Background: an optimization exercise with open tools, aiming at small area and a short achievable clock period. Do not read the settings as production practice. In this exercise RTL edits were held to simulation tests only and were not proved equivalent to the original. Power figures rest on the tool's default switching activity, not on a simulated workload.

==> flow/design.v (excerpt) <==
module dec_addsub (
    input  wire         clk,
    input  wire         rst,
    input  wire         in_valid,
    input  wire [1:0]   in_op,
    input  wire [127:0] in_a,
    input  wire [127:0] in_b,
    output reg          out_valid,
    output wire [127:0] out_result,
    output wire [1:0]   out_cmp,
    output wire         out_ovf,
    output wire         out_dec_data
);
clock: 70.0 ns
lec_check: 0
abc_clock_period_in_ps: 55000
cap_margin: 20
core_margin: 2
core_utilization: 40
slew_margin: 20
standard.sh (not shown) runs the stock make flow with config.mk's settings and CLKGATE_MAP_FILE= SYNTH_SCRIPT=/design/flow/synth_recipe.tcl, a recipe that flattens the netlist after the stock synthesis.
==> flow/flow/run.sh <==
#!/bin/bash
# Standard layout, with the smallest buffer on every input and output port,
# timing repair asked for a setup slack of 50 ns, and a clock tree of
# smaller buffers.
set -euo pipefail
bash standard.sh BUFFER_PORTS_ARGS="-buffer_cell sky130_fd_sc_hd__buf_1" SETUP_SLACK_MARGIN=50.0 CTS_ARGS="-sink_clustering_enable -repair_clock_nets -buf_list sky130_fd_sc_hd__clkbuf_8 -dont_use_dummy_load" finish > standard.log 2>&1
The first run completed without violations.
Next try:
==> flow/flow/run.sh (replaced) <==
#!/bin/bash
# Standard layout, with the smallest buffer on every input and output port,
# timing repair asked for a setup slack of 49.9 ns, and a clock tree of
# clkbuf_8 buffers without dummy loads.
set -euo pipefail
bash standard.sh BUFFER_PORTS_ARGS="-buffer_cell sky130_fd_sc_hd__buf_1" SETUP_SLACK_MARGIN=49.9 \
  CTS_ARGS="-sink_clustering_enable -repair_clock_nets -buf_list sky130_fd_sc_hd__clkbuf_8 -dont_use_dummy_load" \
  finish > standard.log 2>&1
After rerunning:
- The new run completed without violations
- routed wire length fell by about 1.1%
- cell area came out lower by about 0.32%
- setup slack degrades by 0.16 ns
- first-iteration DRC count came out lower by about 0.4%
- total power falls by about 0.3%
- worst hold slack is about the same
- sequential cell count is unchanged
- maximum frequency fell by 0.80%
- critical path depth went down by 2
- clock power is about the same

* * *

Setup of JK:
Starting RTL as in the previous note.
==> flow/config.mk <==
export PLATFORM = sky130hd
export DESIGN_NAME = dec_addsub
export DESIGN_NICKNAME = dec_addsub
export VERILOG_FILES = /design/flow/design.v
export SDC_FILE = /design/flow/constraint.sdc
export NUM_CORES = 4
export LEC_CHECK = 0
export ABC_CLOCK_PERIOD_IN_PS = 55000
export CAP_MARGIN = 20
export CORE_MARGIN = 2
export CORE_UTILIZATION = 40
export SLEW_MARGIN = 20
==> flow/constraint.sdc <==
create_clock -name core_clock -period 70.0 [get_ports {clk}]
set_input_delay 14.0000 -clock core_clock [delete_from_list [all_inputs] [get_ports {clk}]]
set_output_delay 14.0000 -clock core_clock [all_outputs]
set_load 0.01 [all_outputs]
==> flow/flow/run.sh <==
#!/bin/bash
# Standard layout, with the smallest buffer on every input and output port.
set -euo pipefail
bash standard.sh BUFFER_PORTS_ARGS="-buffer_cell sky130_fd_sc_hd__buf_1" finish > standard.log 2>&1
JK completed; timing, DRC and antenna clean
The following lists how MS was set up differently from JK:
==> flow/flow/run.sh <==
#!/bin/bash
# Standard layout, with the smallest buffer on every input and output port,
# and timing repair asked for a setup slack of 51 ns.
set -euo pipefail
bash standard.sh BUFFER_PORTS_ARGS="-buffer_cell sky130_fd_sc_hd__buf_1" SETUP_SLACK_MARGIN=51 finish > standard.log 2>&1
Notes after the runs:
Of the two candidates, JK has the better wire length of the first global-routing pass and MS the worse one. Re non-clock buffer count: JK was lower than MS. Summary of MS over JK: sum of internal, switching and leakage power went up 13%; sequential fraction of design power went down 2.6 points; routed wire length saw an increase; global-route met3 utilization rose 1.2 points. Final cell count is higher on MS. MS ran to completion and came out clean on the timing, DRC and antenna checks. Measured against each other, MS and JK differ in via count normalized by instance count, the lower figure coming from JK. [compare] base=JK new=MS: via total after detailed routing shows an increase of 834; worst setup margin up 1.31 ns; time the worst path needs with I/O delays and setup saw a decrease.
Edits applied to the flow inputs when going from MS to AL:
==> flow/flow/run.sh <==
#!/bin/bash
# Standard layout, with the smallest buffer on every input and output port,
# timing repair asked for a setup slack of 50 ns, and a clock tree of
# smaller buffers.
set -euo pipefail
bash standard.sh BUFFER_PORTS_ARGS="-buffer_cell sky130_fd_sc_hd__buf_1" SETUP_SLACK_MARGIN=50.0 CTS_ARGS="-sink_clustering_enable -repair_clock_nets -buf_list sky130_fd_sc_hd__clkbuf_8 -dont_use_dummy_load -sink_clustering_size 24 -sink_clustering_max_diameter 80" finish > standard.log 2>&1
## What came out
Side by side, worst setup timing slack at the placement stage turned out lower in AL than in MS.
Of MS and AL, the run reporting the lower ratio of final minimum period to clock period was MS.
[compare] base=MS new=AL: first-pass GRT wire length went down; final cell count fell 109; global-route usage fell 2.7 points; minimum hold slack shows a reduction of 0.029 ns.
Relative to AL, the following input files were edited for TR:
==> flow/flow/run.sh <==
#!/bin/bash
# Standard layout, with the smallest buffer on every input and output port,
# and timing repair asked for a setup slack of 50.0 ns.
set -euo pipefail
bash standard.sh BUFFER_PORTS_ARGS="-buffer_cell sky130_fd_sc_hd__buf_1" SETUP_SLACK_MARGIN=50.0 finish > standard.log 2>&1
--- a/flow/config.mk
+++ b/flow/config.mk
@@ -10,3 +10,4 @@
 export CORE_MARGIN = 2
 export CORE_UTILIZATION = 40
+export CTS_BUF_LIST = sky130_fd_sc_hd__clkbuf_8
 export SLEW_MARGIN = 20
[summary]
- Time the worst path needs with I/O delays and setup up 0.046 ns in TR wrt AL
- Changes observed in TR relative to AL: met3 track utilization from global routing went up; tightest hold margin did not really move; worst endpoint data arrival time went up; combinational power did not really move; multiplexer area fraction after synthesis did not really move.
- On total of clock buffers placed in the layout, the higher figure sits with TR, not AL.
- Compared to AL, TR has fraction of area in multi-input gates 0.81 points lower.
- Routed wire length: AL vs TR — no meaningful difference
- Power density of the placed cells, TR and AL, higher one = TR.
- As far as overall overflow remaining after global route goes, AL and TR are indistinguishable; the numbers are identical.
Input-level comparison between PW and TR:
==> flow/flow/run.sh <==
#!/bin/bash
# Standard layout, with the smallest buffer on every input and output port,
# timing repair asked for a setup slack of 50.0 ns, and a clock tree of
# clkbuf_8 buffers without dummy loads.
set -euo pipefail
bash standard.sh BUFFER_PORTS_ARGS="-buffer_cell sky130_fd_sc_hd__buf_1" SETUP_SLACK_MARGIN=50.0 \
  CTS_ARGS="-sink_clustering_enable -repair_clock_nets -buf_list sky130_fd_sc_hd__clkbuf_8 -dont_use_dummy_load" \
  finish > standard.log 2>&1
--- a/flow/config.mk
+++ b/flow/config.mk
@@ -10,4 +10,5 @@
 export CORE_MARGIN = 2
 export CORE_UTILIZATION = 40
-export CTS_BUF_LIST = sky130_fd_sc_hd__clkbuf_8
+export GPL_ROUTABILITY_DRIVEN = 0
+export GPL_TIMING_DRIVEN = 0
 export SLEW_MARGIN = 20
[summary]
PW ran to completion and came out clean on the timing, DRC and antenna checks. Total routing resource utilization after global routing was lower in TR than in PW. Summary of the comparison: final hold slack is lower in PW, relative to TR. PW ended up with a higher share of the core filled with cells in the final layout than TR did. PW gives more cell count than TR did. Going from TR to PW, proportion of power drawn by the clock network lost 4.3 points; setup slack lost 0.16 ns.

* * *

dec_addsub again, from the RTL that the note above started with.
## dec_addsub
module dec_addsub (
    input  wire         clk,
    input  wire         rst,
    input  wire         in_valid,
    input  wire [1:0]   in_op,
    input  wire [127:0] in_a,
    input  wire [127:0] in_b,
    output reg          out_valid,
    output wire [127:0] out_result,
    output wire [1:0]   out_cmp,
    output wire         out_ovf,
    output wire         out_dec_data
);
export LEC_CHECK = 0
export ABC_CLOCK_PERIOD_IN_PS = 55000
export CAP_MARGIN = 20
export CORE_MARGIN = 2
export CORE_UTILIZATION = 40
export SLEW_MARGIN = 20
create_clock -name core_clock -period 70.0 [get_ports {clk}]
==> flow/flow/run.sh <==
#!/bin/bash
# Standard layout, with the smallest buffer on every input and output port,
# timing repair asked for a setup slack of 50.15 ns, and a clock tree of
# clkbuf_8 buffers without dummy loads.
set -euo pipefail
bash standard.sh BUFFER_PORTS_ARGS="-buffer_cell sky130_fd_sc_hd__buf_1" SETUP_SLACK_MARGIN=50.15 \
  CTS_ARGS="-sink_clustering_enable -repair_clock_nets -buf_list sky130_fd_sc_hd__clkbuf_8 -dont_use_dummy_load" \
  finish > standard.log 2>&1
Edit:
==> flow/flow/run.sh (replaced) <==
#!/bin/bash
# Standard layout, with the smallest buffer on every input and output port,
# timing repair asked for a setup slack of 50.0 ns, and a clock tree of
# clkbuf_4 and clkbuf_8 buffers without dummy loads.
set -euo pipefail
bash standard.sh BUFFER_PORTS_ARGS="-buffer_cell sky130_fd_sc_hd__buf_1" SETUP_SLACK_MARGIN=50.0 \
  CTS_ARGS="-sink_clustering_enable -repair_clock_nets -buf_list {sky130_fd_sc_hd__clkbuf_4 sky130_fd_sc_hd__clkbuf_8} -dont_use_dummy_load" \
  finish > standard.log 2>&1
After rerunning: Maximum frequency barely changes; power goes down slightly; setup slack gets better by 0.021 ns; first-iteration DRC count goes down slightly; routed wire length goes down slightly; non-clock buffer count goes down by 8.
Edit:
--- a/flow/flow/run.sh
+++ b/flow/flow/run.sh
@@ -4 +4 @@
-# clkbuf_4 and clkbuf_8 buffers without dummy loads.
+# clkbuf_8 buffers without dummy loads.
@@ -7 +7 @@
-  CTS_ARGS="-sink_clustering_enable -repair_clock_nets -buf_list {sky130_fd_sc_hd__clkbuf_4 sky130_fd_sc_hd__clkbuf_8} -dont_use_dummy_load" \
+  CTS_ARGS="-sink_clustering_enable -repair_clock_nets -buf_list sky130_fd_sc_hd__clkbuf_8 -dont_use_dummy_load" \
CORE_UTILIZATION = 60   (was 40)
PLACE_DENSITY = 0.8   (was not set)
Synthesized cell count is unchanged.
Final area shrinks by 1.6%.
Non-clock buffer count shrinks by 3.
Global-route usage goes up by 10 points.
Area after synthesis does not change.
Maximum frequency drops by 0.54%.
Clock-buffer cell count does not change.
Routed wire length goes down by 6.3%.
Flip-flop and latch count is unchanged.
Worst setup slack loses 0.11 ns.
Edit:
==> flow/flow/run.sh (replaced) <==
#!/bin/bash
# Standard layout, with the smallest buffer on every input and output port,
# and timing repair asked for a setup slack of 50.0 ns.
set -euo pipefail
bash standard.sh BUFFER_PORTS_ARGS="-buffer_cell sky130_fd_sc_hd__buf_1" SETUP_SLACK_MARGIN=50.0 finish > standard.log 2>&1
CORE_UTILIZATION = 40   (was 60)
PLACE_DENSITY = not set   (was 0.8)
What happened:
- power is higher by 9.1%
- die area goes up by 49%
- final cell count climbs by 7.0%
- final area grows by 4.0%
- wire length rises by 5.8%
- global-route usage goes down by 10 points
- synthesized area does not change
- clock-buffer cell count goes up by 2
- worst hold slack gets better by 0.026 ns

static timing again, ports no longer ideal:
The flow's constraints put no driver on any port. The routed layouts listed below were extracted and timed again, unchanged, in two steps.
Step 1, drivers: a clkbuf_16 drives clk and a buf_2 each remaining input, both assumed.
Step 2 adds t to the input delays and takes it off the output delays; t is the mean of the earliest and latest rising clock arrival at the registers after step 1. Input paths then give back, and output paths get back, about the clock's delay inside the block.
Slacks: no drivers / after step 1 / after step 2; pairs: no drivers / after step 1.
run | shift t [ns] | slack for setup (ns) | worst setup path at the end
the first run of note 1 | 0.485 | 50.433 / 50.461 / 49.976 | input to register
the second run of note 1 | 0.482 | 50.275 / 50.304 / 49.822 | input to register
JK | 0.474 | 49.551 / 49.587 / 49.113 | input to register
MS | 0.479 | 50.862 / 50.872 / 50.392 | input to register
AL | 0.485 | 50.433 / 50.461 / 49.976 | input to register
TR | 0.497 | 50.387 / 50.419 / 49.922 | input to register
PW | 0.488 | 50.225 / 50.252 / 49.764 | input to register
the first run of note 3 | 0.484 | 50.413 / 50.444 / 49.960 | input to register
the second run of note 3 | 0.485 | 50.433 / 50.461 / 49.976 | input to register
the third run of note 3 | 0.485 | 50.327 / 50.351 / 49.866 | input to register
the fourth run of note 3 | 0.476 | 50.418 / 50.452 / 49.977 | input to register
After both steps every run listed still meets setup and hold. For MS, which loses most, drivers alone change the setup slack by +0.010 ns; drivers and shift together by -0.470 ns.
